This design comes from an exercise in tuning for small area, a short achievable clock period and few clock cycles per item on the open sky130 flow, not from production work. In this exercise RTL edits were held to simulation tests only and were not proved equivalent to the original.

--- flow/flow/run.sh ---
#!/bin/bash
bash standard.sh SETUP_SLACK_MARGIN=6 \
    "BUFFER_PORTS_ARGS=-buffer_cell sky130_fd_sc_hd__buf_1" \
    finish > standard.log 2>&1
--- flow/standard.sh ---
#!/bin/bash
# synth_recipe.tcl (not shown) runs the flow's synth.tcl, then flattens the netlist and writes it again
# the make line also repeats each setting of config.mk as NAME=value (left out here)
make -C /OpenROAD-flow-scripts/flow DESIGN_CONFIG=/design/flow/config.mk WORK_HOME=/design/flow/orfs CLKGATE_MAP_FILE= SYNTH_SCRIPT=/design/flow/synth_recipe.tcl "${@:-finish}"
--- flow/config.mk ---
export PLATFORM = sky130hd
export DESIGN_NAME = flow_hash
export DESIGN_NICKNAME = flow_hash
export VERILOG_FILES = /design/flow/design.v
export SDC_FILE = /design/flow/constraint.sdc
export NUM_CORES = 4
export LEC_CHECK = 0
export CAP_MARGIN = 20
export CORE_MARGIN = 2
export CORE_UTILIZATION = 42
export CTS_BUF_LIST = sky130_fd_sc_hd__clkbuf_8
export CTS_CLUSTER_SIZE = 20
export SETUP_SLACK_MARGIN = 5
export SLEW_MARGIN = 20
export SYNTH_HIERARCHICAL = 1
export SYNTH_MINIMUM_KEEP_SIZE = 0
--- flow/constraint.sdc ---
create_clock -name core_clock -period 11.0 [get_ports {clk}]
set_input_delay 2.2000 -clock core_clock [delete_from_list [all_inputs] [get_ports {clk}]]
set_output_delay 2.2000 -clock core_clock [all_outputs]
set_load 0.01 [all_outputs]
--- flow/design.v ---
module flow_hash (
    input  wire         clk,
    input  wire         rst,
    input  wire [63:0]  hash_key0,
    input  wire [63:0]  hash_key1,
    input  wire [4:0]   bucket_bits,
    input  wire         in_valid,
    output wire         in_ready,
    input  wire         in_ipv6,
    input  wire         in_sym,
    input  wire [7:0]   in_proto,
    input  wire [15:0]  in_zone,
    input  wire [15:0]  in_sport,
    input  wire [15:0]  in_dport,
    input  wire [127:0] in_saddr,
    input  wire [127:0] in_daddr,
    output wire         out_valid,
    input  wire         out_ready,
    output wire [63:0]  out_hash,
    output wire [3:0]   out_shard,
    output wire [21:0]  out_bucket,
    output wire [15:0]  out_group,
    output wire         out_key_swap
);
    reg          busy;            
    reg  [3:0]   cnt;             
    reg          ipv6;
    reg          key_swap;
    reg          seen;            
    reg          swap_pre;        
    reg  [63:0]  v0, v1, v2, v3;
    reg  [63:0]  s1, s2, s3, s4;  
    reg  [63:0]  mw;              
    reg          pend;
    reg          res_full;
    reg  [63:0]  res_hash;
    reg          res_swap;
    reg  [21:0]  bmask;
    reg          last;            
    reg          rdy;             
    function [1:0] cmp128(input [127:0] a, input [127:0] b);
        reg [127:0] g, e;
        integer n, i;
        begin
            g = a & ~b;
            e = ~(a ^ b);
            for (n = 64; n >= 1; n = n / 2)
                for (i = 0; i < n; i = i + 1) begin
                    g[i] = g[2*i+1] | (e[2*i+1] & g[2*i]);
                    e[i] = e[2*i+1] & e[2*i];
                end
            cmp128 = {g[0], e[0]};
        end
    endfunction
    function [63:0] bswap(input [63:0] d);
        bswap = {d[7:0], d[15:8], d[23:16], d[31:24],
                 d[39:32], d[47:40], d[55:48], d[63:56]};
    endfunction
    wire [1:0] c_hi = cmp128({32'd0, in_saddr[127:32]}, {32'd0, in_daddr[127:32]});
    wire [1:0] c_lo = cmp128({96'd0, in_saddr[31:0]}, {96'd0, in_daddr[31:0]});
    wire [1:0] c_pt = cmp128({112'd0, in_sport}, {112'd0, in_dport});
    wire lo_gt  = c_lo[1] || (c_lo[0] && c_pt[1]);    
    wire src_gt = in_ipv6 ? (c_hi[1] || (c_hi[0] && lo_gt)) : lo_gt;
    wire swap   = swap_pre;
    wire [15:0]  kp_s = swap ? in_dport : in_sport;
    wire [15:0]  kp_d = swap ? in_sport : in_dport;
    wire [63:0] m0_new = bswap({in_ipv6 ? 8'h06 : 8'h04, in_proto, in_zone, kp_s, kp_d});
    wire [63:0] sa_hi  = bswap(in_saddr[127:64]);
    wire [63:0] sa_lo  = bswap(in_saddr[63:0]);
    wire [63:0] da_hi  = bswap(in_daddr[127:64]);
    wire [63:0] da_lo  = bswap(in_daddr[63:0]);
    wire [3:0]  last_cnt = ipv6 ? 4'd15 : 4'd9;
    wire [3:0]  fin_cnt  = ipv6 ? 4'd12 : 4'd6;
    wire        odd_comp = cnt[0] && (cnt < fin_cnt);   
    wire        pre_fin  = cnt == fin_cnt - 4'd1;       
    wire [2:0]  nw = cnt[3:1] + 3'd1;
    reg  [63:0] m_next;
    always @(*) begin
        m_next = 64'd0;
        if (ipv6) begin
            case (nw)
            3'd1: m_next = key_swap ? s3 : s1;
            3'd2: m_next = key_swap ? s4 : s2;
            3'd3: m_next = key_swap ? s1 : s3;
            3'd4: m_next = key_swap ? s2 : s4;
            3'd5: m_next = {8'd40, 56'd0};
            default: m_next = 64'd0;
            endcase
        end else begin
            case (nw)
            3'd1: m_next = key_swap ? {s2[63:32], s4[63:32]} : {s4[63:32], s2[63:32]};
            3'd2: m_next = {8'd16, 56'd0};
            default: m_next = 64'd0;
            endcase
        end
    end
    wire [63:0] n0, n1, n2, n3, nh;
    sip_round u_round (
        .v0_i(v0), .v1_i(v1), .v2_i(v2), .v3_i(v3),
        .x0(odd_comp ? mw : 64'd0),
        .x2({56'd0, {8{pre_fin}}}),
        .x3(odd_comp ? m_next : 64'd0),
        .init(init),
        .k0(hash_key0 ^ 64'h736f6d6570736575),
        .k1(hash_key1 ^ 64'h646f72616e646f6d),
        .k2(hash_key0 ^ 64'h6c7967656e657261),
        .k3(hash_key1 ^ 64'h7465646279746573 ^ m0_new),
        .v0_o(n0), .v1_o(n1), .v2_o(n2), .v3_o(n3), .h_o(nh)
    );
    wire   finish  = last && !res_full;
    wire   park    = last && res_full;
    wire   init    = !busy || last;
    assign in_ready = rdy;
    wire   accept  = in_valid && rdy;
    wire   take    = out_valid && out_ready;
    wire   seen_n     = in_valid && !accept;
    wire   busy_n     = init ? accept : 1'b1;
    wire   pend_n     = park || (pend && !(take && !res_full));
    wire   res_full_n = finish || (res_full && !out_ready);
    wire   last_n     = busy && !last && (cnt == last_cnt - 4'd1);
    wire   rdy_n      = seen_n && !pend_n && (!busy_n || (last_n && !res_full_n));
    always @(posedge clk) begin
        v0 <= n0;
        v1 <= n1;
        v2 <= n2;
        v3 <= n3;
        cnt <= init ? 4'd0 : cnt + 4'd1;
        if (rdy) begin
            s1 <= sa_hi;
            s2 <= sa_lo;
            s3 <= da_hi;
            s4 <= da_lo;
            ipv6 <= in_ipv6;
            key_swap <= swap;
        end
        if (park)
            mw <= nh;
        else if (rdy)
            mw <= m0_new;
        else if (busy && cnt[0])
            mw <= m_next;
        if (finish) begin
            res_hash <= nh;
            res_swap <= key_swap;
        end
        swap_pre <= in_sym && src_gt;
        bmask <= (bucket_bits >= 5'd22) ? 22'h3fffff : ((22'd1 << bucket_bits) - 22'd1);
        if (rst) begin
            busy <= 1'b0;
            res_full <= 1'b0;
            seen <= 1'b0;
            pend <= 1'b0;
            last <= 1'b0;
            rdy <= 1'b0;
        end else begin
            seen <= seen_n;
            busy <= busy_n;
            pend <= pend_n;
            res_full <= res_full_n;
            last <= last_n;
            rdy <= rdy_n;
        end
    end
    wire [63:0] h = res_full ? res_hash : mw;
    assign out_valid    = res_full || pend;
    assign out_hash     = h;
    assign out_shard    = h[63:60];
    assign out_bucket   = h[21:0] & bmask;
    assign out_group    = out_bucket[15:0];
    assign out_key_swap = res_full ? res_swap : key_swap;
endmodule
module sip_round (
    input  wire [63:0] v0_i,
    input  wire [63:0] v1_i,
    input  wire [63:0] v2_i,
    input  wire [63:0] v3_i,
    input  wire [63:0] x0,
    input  wire [63:0] x2,
    input  wire [63:0] x3,
    input  wire        init,
    input  wire [63:0] k0,
    input  wire [63:0] k1,
    input  wire [63:0] k2,
    input  wire [63:0] k3,
    output wire [63:0] v0_o,
    output wire [63:0] v1_o,
    output wire [63:0] v2_o,
    output wire [63:0] v3_o,
    output wire [63:0] h_o
);
    wire [63:0] ga0, ta0, ga2, ta2, gb0, tb0, gb2, tb2, a0r, a1, a2, a3;
    wire [62:0] ca0, ca2, cb0, cb2;
    sr_pg     u_pg  (.v0(v0_i), .v1(v1_i), .v2(v2_i), .v3(v3_i),
                     .ga0(ga0), .ta0(ta0), .ga2(ga2), .ta2(ta2));
    add64_pfx u_ca0 (.g(ga0), .p(ta0), .c(ca0));
    add64_pfx u_ca2 (.g(ga2), .p(ta2), .c(ca2));
    sr_mid    u_mid (.v0(v0_i), .v1(v1_i), .v2(v2_i), .v3(v3_i), .ca0(ca0), .ca2(ca2),
                     .gb0(gb0), .tb0(tb0), .gb2(gb2), .tb2(tb2),
                     .a0r(a0r), .a1(a1), .a2(a2), .a3(a3));
    add64_pfx u_cb0 (.g(gb0), .p(tb0), .c(cb0));
    add64_pfx u_cb2 (.g(gb2), .p(tb2), .c(cb2));
    wire [63:0] e0, e1, e2, e3, eh;
    sr_early  u_early (.a0r(a0r), .a1(a1), .a2(a2), .a3(a3), .x0(x0), .x2(x2), .x3(x3),
                       .e0(e0), .e1(e1), .e2(e2), .e3(e3), .eh(eh));
    sr_post   u_post (.cb0(cb0), .cb2(cb2), .e0(e0), .e1(e1), .e2(e2), .e3(e3), .eh(eh),
                      .init(init), .k0(k0), .k1(k1), .k2(k2), .k3(k3),
                      .v0(v0_o), .v1(v1_o), .v2(v2_o), .v3(v3_o), .h(h_o));
endmodule
module sr_pg (
    input  wire [63:0] v0,
    input  wire [63:0] v1,
    input  wire [63:0] v2,
    input  wire [63:0] v3,
    output wire [63:0] ga0,
    output wire [63:0] ta0,
    output wire [63:0] ga2,
    output wire [63:0] ta2
);
    assign ga0 = v0 & v1;
    assign ta0 = v0 | v1;
    assign ga2 = v2 & v3;
    assign ta2 = v2 | v3;
endmodule
module sr_mid (
    input  wire [63:0] v0,
    input  wire [63:0] v1,
    input  wire [63:0] v2,
    input  wire [63:0] v3,
    input  wire [62:0] ca0,
    input  wire [62:0] ca2,
    output wire [63:0] gb0,
    output wire [63:0] tb0,
    output wire [63:0] gb2,
    output wire [63:0] tb2,
    output wire [63:0] a0r,
    output wire [63:0] a1,
    output wire [63:0] a2,
    output wire [63:0] a3
);
    localparam [62:0] INV = 63'h55555555ffff55f6;
    wire [63:0] a0  = v0 ^ v1 ^ {ca0 ^ INV, 1'b0};
    assign a2  = v2 ^ v3 ^ {ca2 ^ INV, 1'b0};
    assign a0r = {a0[31:0], a0[63:32]};
    assign a1  = {v1[50:0], v1[63:51]} ^ a0;
    assign a3  = {v3[47:0], v3[63:48]} ^ a2;
    assign gb0 = a0r & a3;
    assign tb0 = a0r | a3;
    assign gb2 = a2 & a1;
    assign tb2 = a2 | a1;
endmodule
module sr_early (
    input  wire [63:0] a0r,
    input  wire [63:0] a1,
    input  wire [63:0] a2,
    input  wire [63:0] a3,
    input  wire [63:0] x0,
    input  wire [63:0] x2,
    input  wire [63:0] x3,
    output wire [63:0] e0,
    output wire [63:0] e1,
    output wire [63:0] e2,
    output wire [63:0] e3,
    output wire [63:0] eh
);
    wire [63:0] pb0 = a0r ^ a3;
    wire [63:0] pb2 = a2 ^ a1;
    wire [63:0] a1r = {a1[46:0], a1[63:47]};              
    wire [63:0] a3r = {a3[42:0], a3[63:43]};              
    wire [63:0] pbr = {pb2[31:0], pb2[63:32]};            
    assign e0 = pb0 ^ x0;
    assign e1 = a1r ^ pb2;
    assign e2 = pbr ^ x2;
    assign e3 = a3r ^ pb0 ^ x3;
    assign eh = a1r ^ a3r ^ pb2 ^ pbr;
endmodule
module sr_post (
    input  wire [62:0] cb0,
    input  wire [62:0] cb2,
    input  wire [63:0] e0,
    input  wire [63:0] e1,
    input  wire [63:0] e2,
    input  wire [63:0] e3,
    input  wire [63:0] eh,
    input  wire        init,
    input  wire [63:0] k0,
    input  wire [63:0] k1,
    input  wire [63:0] k2,
    input  wire [63:0] k3,
    output wire [63:0] v0,
    output wire [63:0] v1,
    output wire [63:0] v2,
    output wire [63:0] v3,
    output wire [63:0] h
);
    localparam [62:0] INV = 63'h55555555ffff55f6;
    wire [63:0] c0  = {cb0 ^ INV, 1'b0};
    wire [63:0] c2  = {cb2 ^ INV, 1'b0};
    wire [63:0] c2r = {c2[31:0], c2[63:32]};
    assign v0 = init ? k0 : e0 ^ c0;
    assign v1 = init ? k1 : e1 ^ c2;
    assign v2 = init ? k2 : e2 ^ c2r;
    assign v3 = init ? k3 : e3 ^ c0;
    assign h  = eh ^ c2 ^ c2r;
endmodule
module add64_pfx (
    input  wire [63:0] g,
    input  wire [63:0] p,
    output wire [62:0] c
);
    wire [31:0] g1;
    wire [30:0] q1;
    add64_pfx_l0 u_l0 (.gi({g[63], g[61], g[59], g[57], g[55], g[53], g[51], g[49], g[47], g[45], g[43], g[41], g[39], g[37], g[35], g[33], g[31], g[29], g[27], g[25], g[23], g[21], g[19], g[17], g[15], g[13], g[11], g[9], g[7], g[5], g[3], g[1]}), .pi({p[63], p[61], p[59], p[57], p[55], p[53], p[51], p[49], p[47], p[45], p[43], p[41], p[39], p[37], p[35], p[33], p[31], p[29], p[27], p[25], p[23], p[21], p[19], p[17], p[15], p[13], p[11], p[9], p[7], p[5], p[3], p[1]}), .gj({g[62], g[60], g[58], g[56], g[54], g[52], g[50], g[48], g[46], g[44], g[42], g[40], g[38], g[36], g[34], g[32], g[30], g[28], g[26], g[24], g[22], g[20], g[18], g[16], g[14], g[12], g[10], g[8], g[6], g[4], g[2], g[0]}), .go(g1), .pa({p[63], p[61], p[59], p[57], p[55], p[53], p[51], p[49], p[47], p[45], p[43], p[41], p[39], p[37], p[35], p[33], p[31], p[29], p[27], p[25], p[23], p[21], p[19], p[17], p[15], p[13], p[11], p[9], p[7], p[5], p[3]}), .pb({p[62], p[60], p[58], p[56], p[54], p[52], p[50], p[48], p[46], p[44], p[42], p[40], p[38], p[36], p[34], p[32], p[30], p[28], p[26], p[24], p[22], p[20], p[18], p[16], p[14], p[12], p[10], p[8], p[6], p[4], p[2]}), .po(q1));
    wire [30:0] g2;
    wire [29:0] q2;
    add64_pfx_l1 u_l1 (.gi({g1[31], g1[30], g1[29], g1[28], g1[27], g1[26], g1[25], g1[24], g1[23], g1[22], g1[21], g1[20], g1[19], g1[18], g1[17], g1[16], g1[15], g1[14], g1[13], g1[12], g1[11], g1[10], g1[9], g1[8], g1[7], g1[6], g1[5], g1[4], g1[3], g1[2], g1[1]}), .pi({q1[30], q1[29], q1[28], q1[27], q1[26], q1[25], q1[24], q1[23], q1[22], q1[21], q1[20], q1[19], q1[18], q1[17], q1[16], q1[15], q1[14], q1[13], q1[12], q1[11], q1[10], q1[9], q1[8], q1[7], q1[6], q1[5], q1[4], q1[3], q1[2], q1[1], q1[0]}), .gj({g1[30], g1[29], g1[28], g1[27], g1[26], g1[25], g1[24], g1[23], g1[22], g1[21], g1[20], g1[19], g1[18], g1[17], g1[16], g1[15], g1[14], g1[13], g1[12], g1[11], g1[10], g1[9], g1[8], g1[7], g1[6], g1[5], g1[4], g1[3], g1[2], g1[1], g1[0]}), .go(g2), .pa({q1[30], q1[29], q1[28], q1[27], q1[26], q1[25], q1[24], q1[23], q1[22], q1[21], q1[20], q1[19], q1[18], q1[17], q1[16], q1[15], q1[14], q1[13], q1[12], q1[11], q1[10], q1[9], q1[8], q1[7], q1[6], q1[5], q1[4], q1[3], q1[2], q1[1]}), .pb({q1[29], q1[28], q1[27], q1[26], q1[25], q1[24], q1[23], q1[22], q1[21], q1[20], q1[19], q1[18], q1[17], q1[16], q1[15], q1[14], q1[13], q1[12], q1[11], q1[10], q1[9], q1[8], q1[7], q1[6], q1[5], q1[4], q1[3], q1[2], q1[1], q1[0]}), .po(q2));
    wire [29:0] g3;
    wire [27:0] q3;
    add64_pfx_l2 u_l2 (.gi({g2[30], g2[29], g2[28], g2[27], g2[26], g2[25], g2[24], g2[23], g2[22], g2[21], g2[20], g2[19], g2[18], g2[17], g2[16], g2[15], g2[14], g2[13], g2[12], g2[11], g2[10], g2[9], g2[8], g2[7], g2[6], g2[5], g2[4], g2[3], g2[2], g2[1]}), .pi({q2[29], q2[28], q2[27], q2[26], q2[25], q2[24], q2[23], q2[22], q2[21], q2[20], q2[19], q2[18], q2[17], q2[16], q2[15], q2[14], q2[13], q2[12], q2[11], q2[10], q2[9], q2[8], q2[7], q2[6], q2[5], q2[4], q2[3], q2[2], q2[1], q2[0]}), .gj({g2[28], g2[27], g2[26], g2[25], g2[24], g2[23], g2[22], g2[21], g2[20], g2[19], g2[18], g2[17], g2[16], g2[15], g2[14], g2[13], g2[12], g2[11], g2[10], g2[9], g2[8], g2[7], g2[6], g2[5], g2[4], g2[3], g2[2], g2[1], g2[0], g1[0]}), .go(g3), .pa({q2[29], q2[28], q2[27], q2[26], q2[25], q2[24], q2[23], q2[22], q2[21], q2[20], q2[19], q2[18], q2[17], q2[16], q2[15], q2[14], q2[13], q2[12], q2[11], q2[10], q2[9], q2[8], q2[7], q2[6], q2[5], q2[4], q2[3], q2[2]}), .pb({q2[27], q2[26], q2[25], q2[24], q2[23], q2[22], q2[21], q2[20], q2[19], q2[18], q2[17], q2[16], q2[15], q2[14], q2[13], q2[12], q2[11], q2[10], q2[9], q2[8], q2[7], q2[6], q2[5], q2[4], q2[3], q2[2], q2[1], q2[0]}), .po(q3));
    wire [27:0] g4;
    wire [23:0] q4;
    add64_pfx_l3 u_l3 (.gi({g3[29], g3[28], g3[27], g3[26], g3[25], g3[24], g3[23], g3[22], g3[21], g3[20], g3[19], g3[18], g3[17], g3[16], g3[15], g3[14], g3[13], g3[12], g3[11], g3[10], g3[9], g3[8], g3[7], g3[6], g3[5], g3[4], g3[3], g3[2]}), .pi({q3[27], q3[26], q3[25], q3[24], q3[23], q3[22], q3[21], q3[20], q3[19], q3[18], q3[17], q3[16], q3[15], q3[14], q3[13], q3[12], q3[11], q3[10], q3[9], q3[8], q3[7], q3[6], q3[5], q3[4], q3[3], q3[2], q3[1], q3[0]}), .gj({g3[25], g3[24], g3[23], g3[22], g3[21], g3[20], g3[19], g3[18], g3[17], g3[16], g3[15], g3[14], g3[13], g3[12], g3[11], g3[10], g3[9], g3[8], g3[7], g3[6], g3[5], g3[4], g3[3], g3[2], g3[1], g3[0], g2[0], g1[0]}), .go(g4), .pa({q3[27], q3[26], q3[25], q3[24], q3[23], q3[22], q3[21], q3[20], q3[19], q3[18], q3[17], q3[16], q3[15], q3[14], q3[13], q3[12], q3[11], q3[10], q3[9], q3[8], q3[7], q3[6], q3[5], q3[4]}), .pb({q3[23], q3[22], q3[21], q3[20], q3[19], q3[18], q3[17], q3[16], q3[15], q3[14], q3[13], q3[12], q3[11], q3[10], q3[9], q3[8], q3[7], q3[6], q3[5], q3[4], q3[3], q3[2], q3[1], q3[0]}), .po(q4));
    wire [23:0] g5;
    wire [15:0] q5;
    add64_pfx_l4 u_l4 (.gi({g4[27], g4[26], g4[25], g4[24], g4[23], g4[22], g4[21], g4[20], g4[19], g4[18], g4[17], g4[16], g4[15], g4[14], g4[13], g4[12], g4[11], g4[10], g4[9], g4[8], g4[7], g4[6], g4[5], g4[4]}), .pi({q4[23], q4[22], q4[21], q4[20], q4[19], q4[18], q4[17], q4[16], q4[15], q4[14], q4[13], q4[12], q4[11], q4[10], q4[9], q4[8], q4[7], q4[6], q4[5], q4[4], q4[3], q4[2], q4[1], q4[0]}), .gj({g4[19], g4[18], g4[17], g4[16], g4[15], g4[14], g4[13], g4[12], g4[11], g4[10], g4[9], g4[8], g4[7], g4[6], g4[5], g4[4], g4[3], g4[2], g4[1], g4[0], g3[1], g3[0], g2[0], g1[0]}), .go(g5), .pa({q4[23], q4[22], q4[21], q4[20], q4[19], q4[18], q4[17], q4[16], q4[15], q4[14], q4[13], q4[12], q4[11], q4[10], q4[9], q4[8]}), .pb({q4[15], q4[14], q4[13], q4[12], q4[11], q4[10], q4[9], q4[8], q4[7], q4[6], q4[5], q4[4], q4[3], q4[2], q4[1], q4[0]}), .po(q5));
    wire [15:0] g6;
    add64_pfx_l5 u_l5 (.gi({g5[23], g5[22], g5[21], g5[20], g5[19], g5[18], g5[17], g5[16], g5[15], g5[14], g5[13], g5[12], g5[11], g5[10], g5[9], g5[8]}), .pi({q5[15], q5[14], q5[13], q5[12], q5[11], q5[10], q5[9], q5[8], q5[7], q5[6], q5[5], q5[4], q5[3], q5[2], q5[1], q5[0]}), .gj({g5[7], g5[6], g5[5], g5[4], g5[3], g5[2], g5[1], g5[0], g4[3], g4[2], g4[1], g4[0], g3[1], g3[0], g2[0], g1[0]}), .go(g6));
    wire [30:0] g7;
    add64_pfx_l6 u_l6 (.gi({g[62], g[60], g[58], g[56], g[54], g[52], g[50], g[48], g[46], g[44], g[42], g[40], g[38], g[36], g[34], g[32], g[30], g[28], g[26], g[24], g[22], g[20], g[18], g[16], g[14], g[12], g[10], g[8], g[6], g[4], g[2]}), .pi({p[62], p[60], p[58], p[56], p[54], p[52], p[50], p[48], p[46], p[44], p[42], p[40], p[38], p[36], p[34], p[32], p[30], p[28], p[26], p[24], p[22], p[20], p[18], p[16], p[14], p[12], p[10], p[8], p[6], p[4], p[2]}), .gj({g6[14], g6[13], g6[12], g6[11], g6[10], g6[9], g6[8], g6[7], g6[6], g6[5], g6[4], g6[3], g6[2], g6[1], g6[0], g5[7], g5[6], g5[5], g5[4], g5[3], g5[2], g5[1], g5[0], g4[3], g4[2], g4[1], g4[0], g3[1], g3[0], g2[0], g1[0]}), .go(g7));
    assign c = {g7[30], g6[14], g7[29], g6[13], g7[28], g6[12], g7[27], g6[11], g7[26], g6[10], g7[25], g6[9], g7[24], g6[8], g7[23], g6[7], g7[22], g6[6], g7[21], g6[5], g7[20], g6[4], g7[19], g6[3], g7[18], g6[2], g7[17], g6[1], g7[16], g6[0], g7[15], g5[7], g7[14], g5[6], g7[13], g5[5], g7[12], g5[4], g7[11], g5[3], g7[10], g5[2], g7[9], g5[1], g7[8], g5[0], g7[7], g4[3], g7[6], g4[2], g7[5], g4[1], g7[4], g4[0], g7[3], g3[1], g7[2], g3[0], g7[1], g2[0], g7[0], g1[0], g[0]};
endmodule
module add64_pfx_l0 (
    input  wire [31:0] gi,
    input  wire [31:0] pi,
    input  wire [31:0] gj,
    input  wire [30:0] pa,
    input  wire [30:0] pb,
    output wire [30:0] po,
    output wire [31:0] go
);
    assign go[0] = ~(gi[0] | (pi[0] & gj[0]));
    assign go[1] = ~(gi[1] | (pi[1] & gj[1]));
    assign go[2] = ~(gi[2] | (pi[2] & gj[2]));
    assign go[3] = ~(gi[3] | (pi[3] & gj[3]));
    assign go[4] = ~(gi[4] | (pi[4] & gj[4]));
    assign go[5] = ~(gi[5] | (pi[5] & gj[5]));
    assign go[6] = ~(gi[6] | (pi[6] & gj[6]));
    assign go[7] = ~(gi[7] | (pi[7] & gj[7]));
    assign go[8] = ~(gi[8] | (pi[8] & gj[8]));
    assign go[9] = ~(gi[9] | (pi[9] & gj[9]));
    assign go[10] = ~(gi[10] | (pi[10] & gj[10]));
    assign go[11] = ~(gi[11] | (pi[11] & gj[11]));
    assign go[12] = ~(gi[12] | (pi[12] & gj[12]));
    assign go[13] = ~(gi[13] | (pi[13] & gj[13]));
    assign go[14] = ~(gi[14] | (pi[14] & gj[14]));
    assign go[15] = ~(gi[15] | (pi[15] & gj[15]));
    assign go[16] = ~(gi[16] | (pi[16] & gj[16]));
    assign go[17] = ~(gi[17] | (pi[17] & gj[17]));
    assign go[18] = ~(gi[18] | (pi[18] & gj[18]));
    assign go[19] = ~(gi[19] | (pi[19] & gj[19]));
    assign go[20] = ~(gi[20] | (pi[20] & gj[20]));
    assign go[21] = ~(gi[21] | (pi[21] & gj[21]));
    assign go[22] = ~(gi[22] | (pi[22] & gj[22]));
    assign go[23] = ~(gi[23] | (pi[23] & gj[23]));
    assign go[24] = ~(gi[24] | (pi[24] & gj[24]));
    assign go[25] = ~(gi[25] | (pi[25] & gj[25]));
    assign go[26] = ~(gi[26] | (pi[26] & gj[26]));
    assign go[27] = ~(gi[27] | (pi[27] & gj[27]));
    assign go[28] = ~(gi[28] | (pi[28] & gj[28]));
    assign go[29] = ~(gi[29] | (pi[29] & gj[29]));
    assign go[30] = ~(gi[30] | (pi[30] & gj[30]));
    assign go[31] = ~(gi[31] | (pi[31] & gj[31]));
    assign po[0] = ~(pa[0] & pb[0]);
    assign po[1] = ~(pa[1] & pb[1]);
    assign po[2] = ~(pa[2] & pb[2]);
    assign po[3] = ~(pa[3] & pb[3]);
    assign po[4] = ~(pa[4] & pb[4]);
    assign po[5] = ~(pa[5] & pb[5]);
    assign po[6] = ~(pa[6] & pb[6]);
    assign po[7] = ~(pa[7] & pb[7]);
    assign po[8] = ~(pa[8] & pb[8]);
    assign po[9] = ~(pa[9] & pb[9]);
    assign po[10] = ~(pa[10] & pb[10]);
    assign po[11] = ~(pa[11] & pb[11]);
    assign po[12] = ~(pa[12] & pb[12]);
    assign po[13] = ~(pa[13] & pb[13]);
    assign po[14] = ~(pa[14] & pb[14]);
    assign po[15] = ~(pa[15] & pb[15]);
    assign po[16] = ~(pa[16] & pb[16]);
    assign po[17] = ~(pa[17] & pb[17]);
    assign po[18] = ~(pa[18] & pb[18]);
    assign po[19] = ~(pa[19] & pb[19]);
    assign po[20] = ~(pa[20] & pb[20]);
    assign po[21] = ~(pa[21] & pb[21]);
    assign po[22] = ~(pa[22] & pb[22]);
    assign po[23] = ~(pa[23] & pb[23]);
    assign po[24] = ~(pa[24] & pb[24]);
    assign po[25] = ~(pa[25] & pb[25]);
    assign po[26] = ~(pa[26] & pb[26]);
    assign po[27] = ~(pa[27] & pb[27]);
    assign po[28] = ~(pa[28] & pb[28]);
    assign po[29] = ~(pa[29] & pb[29]);
    assign po[30] = ~(pa[30] & pb[30]);
endmodule
module add64_pfx_l1 (
    input  wire [30:0] gi,
    input  wire [30:0] pi,
    input  wire [30:0] gj,
    input  wire [29:0] pa,
    input  wire [29:0] pb,
    output wire [29:0] po,
    output wire [30:0] go
);
    assign go[0] = (~gi[0] | (~pi[0] & ~gj[0]));
    assign go[1] = (~gi[1] | (~pi[1] & ~gj[1]));
    assign go[2] = (~gi[2] | (~pi[2] & ~gj[2]));
    assign go[3] = (~gi[3] | (~pi[3] & ~gj[3]));
    assign go[4] = (~gi[4] | (~pi[4] & ~gj[4]));
    assign go[5] = (~gi[5] | (~pi[5] & ~gj[5]));
    assign go[6] = (~gi[6] | (~pi[6] & ~gj[6]));
    assign go[7] = (~gi[7] | (~pi[7] & ~gj[7]));
    assign go[8] = (~gi[8] | (~pi[8] & ~gj[8]));
    assign go[9] = (~gi[9] | (~pi[9] & ~gj[9]));
    assign go[10] = (~gi[10] | (~pi[10] & ~gj[10]));
    assign go[11] = (~gi[11] | (~pi[11] & ~gj[11]));
    assign go[12] = (~gi[12] | (~pi[12] & ~gj[12]));
    assign go[13] = (~gi[13] | (~pi[13] & ~gj[13]));
    assign go[14] = (~gi[14] | (~pi[14] & ~gj[14]));
    assign go[15] = (~gi[15] | (~pi[15] & ~gj[15]));
    assign go[16] = (~gi[16] | (~pi[16] & ~gj[16]));
    assign go[17] = (~gi[17] | (~pi[17] & ~gj[17]));
    assign go[18] = (~gi[18] | (~pi[18] & ~gj[18]));
    assign go[19] = (~gi[19] | (~pi[19] & ~gj[19]));
    assign go[20] = (~gi[20] | (~pi[20] & ~gj[20]));
    assign go[21] = (~gi[21] | (~pi[21] & ~gj[21]));
    assign go[22] = (~gi[22] | (~pi[22] & ~gj[22]));
    assign go[23] = (~gi[23] | (~pi[23] & ~gj[23]));
    assign go[24] = (~gi[24] | (~pi[24] & ~gj[24]));
    assign go[25] = (~gi[25] | (~pi[25] & ~gj[25]));
    assign go[26] = (~gi[26] | (~pi[26] & ~gj[26]));
    assign go[27] = (~gi[27] | (~pi[27] & ~gj[27]));
    assign go[28] = (~gi[28] | (~pi[28] & ~gj[28]));
    assign go[29] = (~gi[29] | (~pi[29] & ~gj[29]));
    assign go[30] = (~gi[30] | (~pi[30] & ~gj[30]));
    assign po[0] = (~pa[0] & ~pb[0]);
    assign po[1] = (~pa[1] & ~pb[1]);
    assign po[2] = (~pa[2] & ~pb[2]);
    assign po[3] = (~pa[3] & ~pb[3]);
    assign po[4] = (~pa[4] & ~pb[4]);
    assign po[5] = (~pa[5] & ~pb[5]);
    assign po[6] = (~pa[6] & ~pb[6]);
    assign po[7] = (~pa[7] & ~pb[7]);
    assign po[8] = (~pa[8] & ~pb[8]);
    assign po[9] = (~pa[9] & ~pb[9]);
    assign po[10] = (~pa[10] & ~pb[10]);
    assign po[11] = (~pa[11] & ~pb[11]);
    assign po[12] = (~pa[12] & ~pb[12]);
    assign po[13] = (~pa[13] & ~pb[13]);
    assign po[14] = (~pa[14] & ~pb[14]);
    assign po[15] = (~pa[15] & ~pb[15]);
    assign po[16] = (~pa[16] & ~pb[16]);
    assign po[17] = (~pa[17] & ~pb[17]);
    assign po[18] = (~pa[18] & ~pb[18]);
    assign po[19] = (~pa[19] & ~pb[19]);
    assign po[20] = (~pa[20] & ~pb[20]);
    assign po[21] = (~pa[21] & ~pb[21]);
    assign po[22] = (~pa[22] & ~pb[22]);
    assign po[23] = (~pa[23] & ~pb[23]);
    assign po[24] = (~pa[24] & ~pb[24]);
    assign po[25] = (~pa[25] & ~pb[25]);
    assign po[26] = (~pa[26] & ~pb[26]);
    assign po[27] = (~pa[27] & ~pb[27]);
    assign po[28] = (~pa[28] & ~pb[28]);
    assign po[29] = (~pa[29] & ~pb[29]);
endmodule
module add64_pfx_l2 (
    input  wire [29:0] gi,
    input  wire [29:0] pi,
    input  wire [29:0] gj,
    input  wire [27:0] pa,
    input  wire [27:0] pb,
    output wire [27:0] po,
    output wire [29:0] go
);
    assign go[0] = ~(gi[0] | (pi[0] & ~gj[0]));
    assign go[1] = ~(gi[1] | (pi[1] & gj[1]));
    assign go[2] = ~(gi[2] | (pi[2] & gj[2]));
    assign go[3] = ~(gi[3] | (pi[3] & gj[3]));
    assign go[4] = ~(gi[4] | (pi[4] & gj[4]));
    assign go[5] = ~(gi[5] | (pi[5] & gj[5]));
    assign go[6] = ~(gi[6] | (pi[6] & gj[6]));
    assign go[7] = ~(gi[7] | (pi[7] & gj[7]));
    assign go[8] = ~(gi[8] | (pi[8] & gj[8]));
    assign go[9] = ~(gi[9] | (pi[9] & gj[9]));
    assign go[10] = ~(gi[10] | (pi[10] & gj[10]));
    assign go[11] = ~(gi[11] | (pi[11] & gj[11]));
    assign go[12] = ~(gi[12] | (pi[12] & gj[12]));
    assign go[13] = ~(gi[13] | (pi[13] & gj[13]));
    assign go[14] = ~(gi[14] | (pi[14] & gj[14]));
    assign go[15] = ~(gi[15] | (pi[15] & gj[15]));
    assign go[16] = ~(gi[16] | (pi[16] & gj[16]));
    assign go[17] = ~(gi[17] | (pi[17] & gj[17]));
    assign go[18] = ~(gi[18] | (pi[18] & gj[18]));
    assign go[19] = ~(gi[19] | (pi[19] & gj[19]));
    assign go[20] = ~(gi[20] | (pi[20] & gj[20]));
    assign go[21] = ~(gi[21] | (pi[21] & gj[21]));
    assign go[22] = ~(gi[22] | (pi[22] & gj[22]));
    assign go[23] = ~(gi[23] | (pi[23] & gj[23]));
    assign go[24] = ~(gi[24] | (pi[24] & gj[24]));
    assign go[25] = ~(gi[25] | (pi[25] & gj[25]));
    assign go[26] = ~(gi[26] | (pi[26] & gj[26]));
    assign go[27] = ~(gi[27] | (pi[27] & gj[27]));
    assign go[28] = ~(gi[28] | (pi[28] & gj[28]));
    assign go[29] = ~(gi[29] | (pi[29] & gj[29]));
    assign po[0] = ~(pa[0] & pb[0]);
    assign po[1] = ~(pa[1] & pb[1]);
    assign po[2] = ~(pa[2] & pb[2]);
    assign po[3] = ~(pa[3] & pb[3]);
    assign po[4] = ~(pa[4] & pb[4]);
    assign po[5] = ~(pa[5] & pb[5]);
    assign po[6] = ~(pa[6] & pb[6]);
    assign po[7] = ~(pa[7] & pb[7]);
    assign po[8] = ~(pa[8] & pb[8]);
    assign po[9] = ~(pa[9] & pb[9]);
    assign po[10] = ~(pa[10] & pb[10]);
    assign po[11] = ~(pa[11] & pb[11]);
    assign po[12] = ~(pa[12] & pb[12]);
    assign po[13] = ~(pa[13] & pb[13]);
    assign po[14] = ~(pa[14] & pb[14]);
    assign po[15] = ~(pa[15] & pb[15]);
    assign po[16] = ~(pa[16] & pb[16]);
    assign po[17] = ~(pa[17] & pb[17]);
    assign po[18] = ~(pa[18] & pb[18]);
    assign po[19] = ~(pa[19] & pb[19]);
    assign po[20] = ~(pa[20] & pb[20]);
    assign po[21] = ~(pa[21] & pb[21]);
    assign po[22] = ~(pa[22] & pb[22]);
    assign po[23] = ~(pa[23] & pb[23]);
    assign po[24] = ~(pa[24] & pb[24]);
    assign po[25] = ~(pa[25] & pb[25]);
    assign po[26] = ~(pa[26] & pb[26]);
    assign po[27] = ~(pa[27] & pb[27]);
endmodule
module add64_pfx_l3 (
    input  wire [27:0] gi,
    input  wire [27:0] pi,
    input  wire [27:0] gj,
    input  wire [23:0] pa,
    input  wire [23:0] pb,
    output wire [23:0] po,
    output wire [27:0] go
);
    assign go[0] = (~gi[0] | (~pi[0] & ~gj[0]));
    assign go[1] = (~gi[1] | (~pi[1] & gj[1]));
    assign go[2] = (~gi[2] | (~pi[2] & ~gj[2]));
    assign go[3] = (~gi[3] | (~pi[3] & ~gj[3]));
    assign go[4] = (~gi[4] | (~pi[4] & ~gj[4]));
    assign go[5] = (~gi[5] | (~pi[5] & ~gj[5]));
    assign go[6] = (~gi[6] | (~pi[6] & ~gj[6]));
    assign go[7] = (~gi[7] | (~pi[7] & ~gj[7]));
    assign go[8] = (~gi[8] | (~pi[8] & ~gj[8]));
    assign go[9] = (~gi[9] | (~pi[9] & ~gj[9]));
    assign go[10] = (~gi[10] | (~pi[10] & ~gj[10]));
    assign go[11] = (~gi[11] | (~pi[11] & ~gj[11]));
    assign go[12] = (~gi[12] | (~pi[12] & ~gj[12]));
    assign go[13] = (~gi[13] | (~pi[13] & ~gj[13]));
    assign go[14] = (~gi[14] | (~pi[14] & ~gj[14]));
    assign go[15] = (~gi[15] | (~pi[15] & ~gj[15]));
    assign go[16] = (~gi[16] | (~pi[16] & ~gj[16]));
    assign go[17] = (~gi[17] | (~pi[17] & ~gj[17]));
    assign go[18] = (~gi[18] | (~pi[18] & ~gj[18]));
    assign go[19] = (~gi[19] | (~pi[19] & ~gj[19]));
    assign go[20] = (~gi[20] | (~pi[20] & ~gj[20]));
    assign go[21] = (~gi[21] | (~pi[21] & ~gj[21]));
    assign go[22] = (~gi[22] | (~pi[22] & ~gj[22]));
    assign go[23] = (~gi[23] | (~pi[23] & ~gj[23]));
    assign go[24] = (~gi[24] | (~pi[24] & ~gj[24]));
    assign go[25] = (~gi[25] | (~pi[25] & ~gj[25]));
    assign go[26] = (~gi[26] | (~pi[26] & ~gj[26]));
    assign go[27] = (~gi[27] | (~pi[27] & ~gj[27]));
    assign po[0] = (~pa[0] & ~pb[0]);
    assign po[1] = (~pa[1] & ~pb[1]);
    assign po[2] = (~pa[2] & ~pb[2]);
    assign po[3] = (~pa[3] & ~pb[3]);
    assign po[4] = (~pa[4] & ~pb[4]);
    assign po[5] = (~pa[5] & ~pb[5]);
    assign po[6] = (~pa[6] & ~pb[6]);
    assign po[7] = (~pa[7] & ~pb[7]);
    assign po[8] = (~pa[8] & ~pb[8]);
    assign po[9] = (~pa[9] & ~pb[9]);
    assign po[10] = (~pa[10] & ~pb[10]);
    assign po[11] = (~pa[11] & ~pb[11]);
    assign po[12] = (~pa[12] & ~pb[12]);
    assign po[13] = (~pa[13] & ~pb[13]);
    assign po[14] = (~pa[14] & ~pb[14]);
    assign po[15] = (~pa[15] & ~pb[15]);
    assign po[16] = (~pa[16] & ~pb[16]);
    assign po[17] = (~pa[17] & ~pb[17]);
    assign po[18] = (~pa[18] & ~pb[18]);
    assign po[19] = (~pa[19] & ~pb[19]);
    assign po[20] = (~pa[20] & ~pb[20]);
    assign po[21] = (~pa[21] & ~pb[21]);
    assign po[22] = (~pa[22] & ~pb[22]);
    assign po[23] = (~pa[23] & ~pb[23]);
endmodule
module add64_pfx_l4 (
    input  wire [23:0] gi,
    input  wire [23:0] pi,
    input  wire [23:0] gj,
    input  wire [15:0] pa,
    input  wire [15:0] pb,
    output wire [15:0] po,
    output wire [23:0] go
);
    assign go[0] = ~(gi[0] | (pi[0] & ~gj[0]));
    assign go[1] = ~(gi[1] | (pi[1] & gj[1]));
    assign go[2] = ~(gi[2] | (pi[2] & ~gj[2]));
    assign go[3] = ~(gi[3] | (pi[3] & ~gj[3]));
    assign go[4] = ~(gi[4] | (pi[4] & gj[4]));
    assign go[5] = ~(gi[5] | (pi[5] & gj[5]));
    assign go[6] = ~(gi[6] | (pi[6] & gj[6]));
    assign go[7] = ~(gi[7] | (pi[7] & gj[7]));
    assign go[8] = ~(gi[8] | (pi[8] & gj[8]));
    assign go[9] = ~(gi[9] | (pi[9] & gj[9]));
    assign go[10] = ~(gi[10] | (pi[10] & gj[10]));
    assign go[11] = ~(gi[11] | (pi[11] & gj[11]));
    assign go[12] = ~(gi[12] | (pi[12] & gj[12]));
    assign go[13] = ~(gi[13] | (pi[13] & gj[13]));
    assign go[14] = ~(gi[14] | (pi[14] & gj[14]));
    assign go[15] = ~(gi[15] | (pi[15] & gj[15]));
    assign go[16] = ~(gi[16] | (pi[16] & gj[16]));
    assign go[17] = ~(gi[17] | (pi[17] & gj[17]));
    assign go[18] = ~(gi[18] | (pi[18] & gj[18]));
    assign go[19] = ~(gi[19] | (pi[19] & gj[19]));
    assign go[20] = ~(gi[20] | (pi[20] & gj[20]));
    assign go[21] = ~(gi[21] | (pi[21] & gj[21]));
    assign go[22] = ~(gi[22] | (pi[22] & gj[22]));
    assign go[23] = ~(gi[23] | (pi[23] & gj[23]));
    assign po[0] = ~(pa[0] & pb[0]);
    assign po[1] = ~(pa[1] & pb[1]);
    assign po[2] = ~(pa[2] & pb[2]);
    assign po[3] = ~(pa[3] & pb[3]);
    assign po[4] = ~(pa[4] & pb[4]);
    assign po[5] = ~(pa[5] & pb[5]);
    assign po[6] = ~(pa[6] & pb[6]);
    assign po[7] = ~(pa[7] & pb[7]);
    assign po[8] = ~(pa[8] & pb[8]);
    assign po[9] = ~(pa[9] & pb[9]);
    assign po[10] = ~(pa[10] & pb[10]);
    assign po[11] = ~(pa[11] & pb[11]);
    assign po[12] = ~(pa[12] & pb[12]);
    assign po[13] = ~(pa[13] & pb[13]);
    assign po[14] = ~(pa[14] & pb[14]);
    assign po[15] = ~(pa[15] & pb[15]);
endmodule
module add64_pfx_l5 (
    input  wire [15:0] gi,
    input  wire [15:0] pi,
    input  wire [15:0] gj,
    output wire [15:0] go
);
    assign go[0] = (~gi[0] | (~pi[0] & ~gj[0]));
    assign go[1] = (~gi[1] | (~pi[1] & gj[1]));
    assign go[2] = (~gi[2] | (~pi[2] & ~gj[2]));
    assign go[3] = (~gi[3] | (~pi[3] & ~gj[3]));
    assign go[4] = (~gi[4] | (~pi[4] & gj[4]));
    assign go[5] = (~gi[5] | (~pi[5] & gj[5]));
    assign go[6] = (~gi[6] | (~pi[6] & gj[6]));
    assign go[7] = (~gi[7] | (~pi[7] & gj[7]));
    assign go[8] = (~gi[8] | (~pi[8] & ~gj[8]));
    assign go[9] = (~gi[9] | (~pi[9] & ~gj[9]));
    assign go[10] = (~gi[10] | (~pi[10] & ~gj[10]));
    assign go[11] = (~gi[11] | (~pi[11] & ~gj[11]));
    assign go[12] = (~gi[12] | (~pi[12] & ~gj[12]));
    assign go[13] = (~gi[13] | (~pi[13] & ~gj[13]));
    assign go[14] = (~gi[14] | (~pi[14] & ~gj[14]));
    assign go[15] = (~gi[15] | (~pi[15] & ~gj[15]));
endmodule
module add64_pfx_l6 (
    input  wire [30:0] gi,
    input  wire [30:0] pi,
    input  wire [30:0] gj,
    output wire [30:0] go
);
    assign go[0] = ~(gi[0] | (pi[0] & ~gj[0]));
    assign go[1] = ~(gi[1] | (pi[1] & gj[1]));
    assign go[2] = ~(gi[2] | (pi[2] & ~gj[2]));
    assign go[3] = ~(gi[3] | (pi[3] & ~gj[3]));
    assign go[4] = ~(gi[4] | (pi[4] & gj[4]));
    assign go[5] = ~(gi[5] | (pi[5] & gj[5]));
    assign go[6] = ~(gi[6] | (pi[6] & gj[6]));
    assign go[7] = ~(gi[7] | (pi[7] & gj[7]));
    assign go[8] = ~(gi[8] | (pi[8] & ~gj[8]));
    assign go[9] = ~(gi[9] | (pi[9] & ~gj[9]));
    assign go[10] = ~(gi[10] | (pi[10] & ~gj[10]));
    assign go[11] = ~(gi[11] | (pi[11] & ~gj[11]));
    assign go[12] = ~(gi[12] | (pi[12] & ~gj[12]));
    assign go[13] = ~(gi[13] | (pi[13] & ~gj[13]));
    assign go[14] = ~(gi[14] | (pi[14] & ~gj[14]));
    assign go[15] = ~(gi[15] | (pi[15] & ~gj[15]));
    assign go[16] = ~(gi[16] | (pi[16] & gj[16]));
    assign go[17] = ~(gi[17] | (pi[17] & gj[17]));
    assign go[18] = ~(gi[18] | (pi[18] & gj[18]));
    assign go[19] = ~(gi[19] | (pi[19] & gj[19]));
    assign go[20] = ~(gi[20] | (pi[20] & gj[20]));
    assign go[21] = ~(gi[21] | (pi[21] & gj[21]));
    assign go[22] = ~(gi[22] | (pi[22] & gj[22]));
    assign go[23] = ~(gi[23] | (pi[23] & gj[23]));
    assign go[24] = ~(gi[24] | (pi[24] & gj[24]));
    assign go[25] = ~(gi[25] | (pi[25] & gj[25]));
    assign go[26] = ~(gi[26] | (pi[26] & gj[26]));
    assign go[27] = ~(gi[27] | (pi[27] & gj[27]));
    assign go[28] = ~(gi[28] | (pi[28] & gj[28]));
    assign go[29] = ~(gi[29] | (pi[29] & gj[29]));
    assign go[30] = ~(gi[30] | (pi[30] & gj[30]));
endmodule
module byte_rev64 (
    input  wire [63:0] d,
    output wire [63:0] q
);
    assign q = {d[7:0], d[15:8], d[23:16], d[31:24],
                d[39:32], d[47:40], d[55:48], d[63:56]};
endmodule
==> impl_metrics.py <==
metrics = {
    "finish": {
        "syn_to_final_growth_pct": 23.7,
        "fin_nets": 7493,
        "final_core_util_pct": 52.2,
        "fill_cells": 12567,
        "final_cells": 8774,
        "seqCellArea_mm2": 0.0175,
        "multi_input_area_mm2": 0.0392,
        "drive_above_1_share_pct": 24.7,
    },
    "timing": {
        "finalSetupViolCount": 0,
        "drv_slew": 0,
        "period_needed_ps": 5140,
        "slew_headroom_pct": 17.4,
        "fin_setup_tns_ps": 0,
        "max_freq_mhz": 194,
        "skew_ps": 50.0,
        "finalHoldViolations": 0,
        "grt_setup_unrepaired": "yes",
        "tightest_slew_ps": 1200,
        "hold_slack_ps": 482,
        "period_share_pct": 46.8,
    },
    "drt": {
        "drc": 0,
        "drtPass1Iterations": 6,
        "wl_um": 291000,
        "wl_per_cell_um": 33.2,
        "vias_per_cell": 5.65,
        "num_vias": 49603,
        "antenna_left": 0,
        "first_iter_violations": 5172,
    },
    "global_routing": {
        "grt_antenna_before_repair": 26,
        "grt_use_total_pct": 42.0,
        "grt_pass1_vias": 47013,
        "grt_overflow": 0,
        "grt_max_degree": 164,
        "grt_first_pass_wirelength_um": 384000,
    },
    "worst_setup_path": {
        "endpoint_kind": "flip-flop",
        "path_cells": "or2_1 -> a21oi_4 -> buf_4 -> o21ai_1 -> a21oi_1 -> o21ai_1 -> a21oi_2 -> o21ai_2 -> a21oi_1 -> xor3_2 -> xor2_4 -> nand2_2 -> a21oi_4 -> o21ai_4 -> a21oi_2 -> o21ai_1 -> a21oi_4 -> o21ai_4 -> a21oi_4 -> xnor2_2 -> xnor2_1 -> nor2_1 -> a21oi_1",
        "crit_path_max_incr_delay_ps": 530,
        "crit_type": "reg2reg",
        "worst_path_max_delay_cell": "xor3_2",
        "cp_max_fo": 4,
        "cp.required_ps": 11590,
        "crit_top_cell": "a21oi_4",
        "worstSetupStartpointType": "flip-flop",
        "cp_num_buf_inv": 1,
        "crit_family": "compound AO/OA/AOI/OAI gates",
        "arrival_ps": 5740,
    },
    "floorplan": {
        "fp.dieW_um": 367,
        "num_rows": 133,
        "initial_core_util_pct": 42.2,
        "fp.coreArea_mm2": 0.131,
        "fp.dieArea_mm2": 0.134,
        "boundaryPins": 560,
        "die_h_um": 367,
    },
    "clock_network": {
        "clock-sinks": 675,
        "cts_max_level": 4,
        "cts_made_buffers": 132,
        "clockBufferDepth": 3,
        "cts_tree": "yes",
        "root_buffer": "clkbuf_8",
        "clk_latency_ps": 910,
        "path_clk_slew_ps": 60,
    },
    "min_path": {
        "hold_class": "reg2reg",
    },
    "yosys": {
        "syn_inst": 6097,
        "yosys_warnings": 7,
        "syn_area_per_cell_um2": 9.06,
        "syn_area_mm2": 0.0552,
    },
    "place": {
        "finalWeightedCongestion": 1.06,
        "place.port_buffers": 559,
        "dp_cells": 8345,
        "post-dp-hpwl_um": 248000,
    },
    "run_status": {
        "status": "no timing/DRC/antenna violations",
    },
    "job": {
        "drv_cap": 0,
    },
}
==> per-layer routing <==
layer	vias up	GRT usage [%]	wire length, um
li1	21967	-	-
met1	24552	52.8	114000
met2	2518	64.8	127000
met3	548	10.6	27900
met4	18	25.8	22200
met5	-	0	149
==> tightest hold or removal path, delay by kind of cell, from the launching register on <==
family	cells	cell delay [ps]
compound gates	1	50
simple gates	1	60
flops	1	320
==> worst paths after layout <==
kind                                 startpoint               end  slack (ps)  depth (start not counted)
worst max-delay path             v1[39]$_DFF_P_  mw[63]$_DFFE_PP_        5860                         23
worst min-delay path            pend$_SDFF_PP0_   pend$_SDFF_PP0_         480                          2
worst max register to register   v1[39]$_DFF_P_  mw[63]$_DFFE_PP_        5860                         23
worst min register to register  pend$_SDFF_PP0_   pend$_SDFF_PP0_         480                          2
==> area by class of cell <==
cell class              count  area share [%]
clock inverters            90           0.956
flip-flops and latches    675            25.6
inverters                 598            3.29
multi-input cells        4701            57.4
repair buffers            787            6.34
clock buffers             154            3.10
well taps                1755            3.21
diodes                     14          0.0513
==> sequential cells by signal (all words and copies together) (netlist names), 4 cells and up <==
name,count
mw,64
res_hash,64
s1,64
s2,64
s3,64
s4,64
v0,64
v1,64
v2,64
v3,64
bmask,22
cnt,4
==> timing repair <==
action                                  4_1_cts  5_1_grt
pin swaps                                    51      108
hold endpoints to repair                      0        0
buffers inserted                             77       93
resized for setup                           517      427
endpoints found under the setup margin      411      217
hold buffers                                  0        0
==> per-stage QoR <==
stage | worst slack [ps] | cell area (um^2)
floorplan | 6380 | 55400
global placement | 3170 | 59300
detailed placement | 3150 | 59300
CTS | 5930 | 65500
global route | 5850 | 68300
finish | 5860 | 68300
==> cell usage in the layout (no fill, tap or decap), drive strengths merged, types with 147 or more instances in the layout <==
cell type,instances
a21oi,630
and2,220
buf,787
clkbuf,154
dfxtp,288
edfxtp,387
ha,147
inv,641
mux2,154
nand2,751
nor2,496
o21ai,581
xnor2,529
xor2,448
Testbench counts, summed over its fixed seeds: cycles 37,616, items 3,200.

[afterwards: timing with drivers on the ports]
In the flow no input, the clock included, has a driving cell. The finished layout below was timed again as built, in two steps. Step 1, drivers: a clkbuf_16 drives clk and a buf_2 each remaining input, both assumed. Step 2, shift: input delay + t, output delay - t, t = (earliest + latest rising clock arrival at the registers) / 2. This alone moves slack from input paths to output paths. Slacks: ideal / step 1 / step 2; pairs: ideal / step 1.
t (ns): 0.975
setup slack, ns: 5.855 / 5.855 / 5.705
worst register clock-pin slew, ns: 0.07 / 0.07
After both steps setup and hold are still met in this run. The setup slack of this run moves by 0.000 ns with the drivers and by -0.150 ns with both steps.
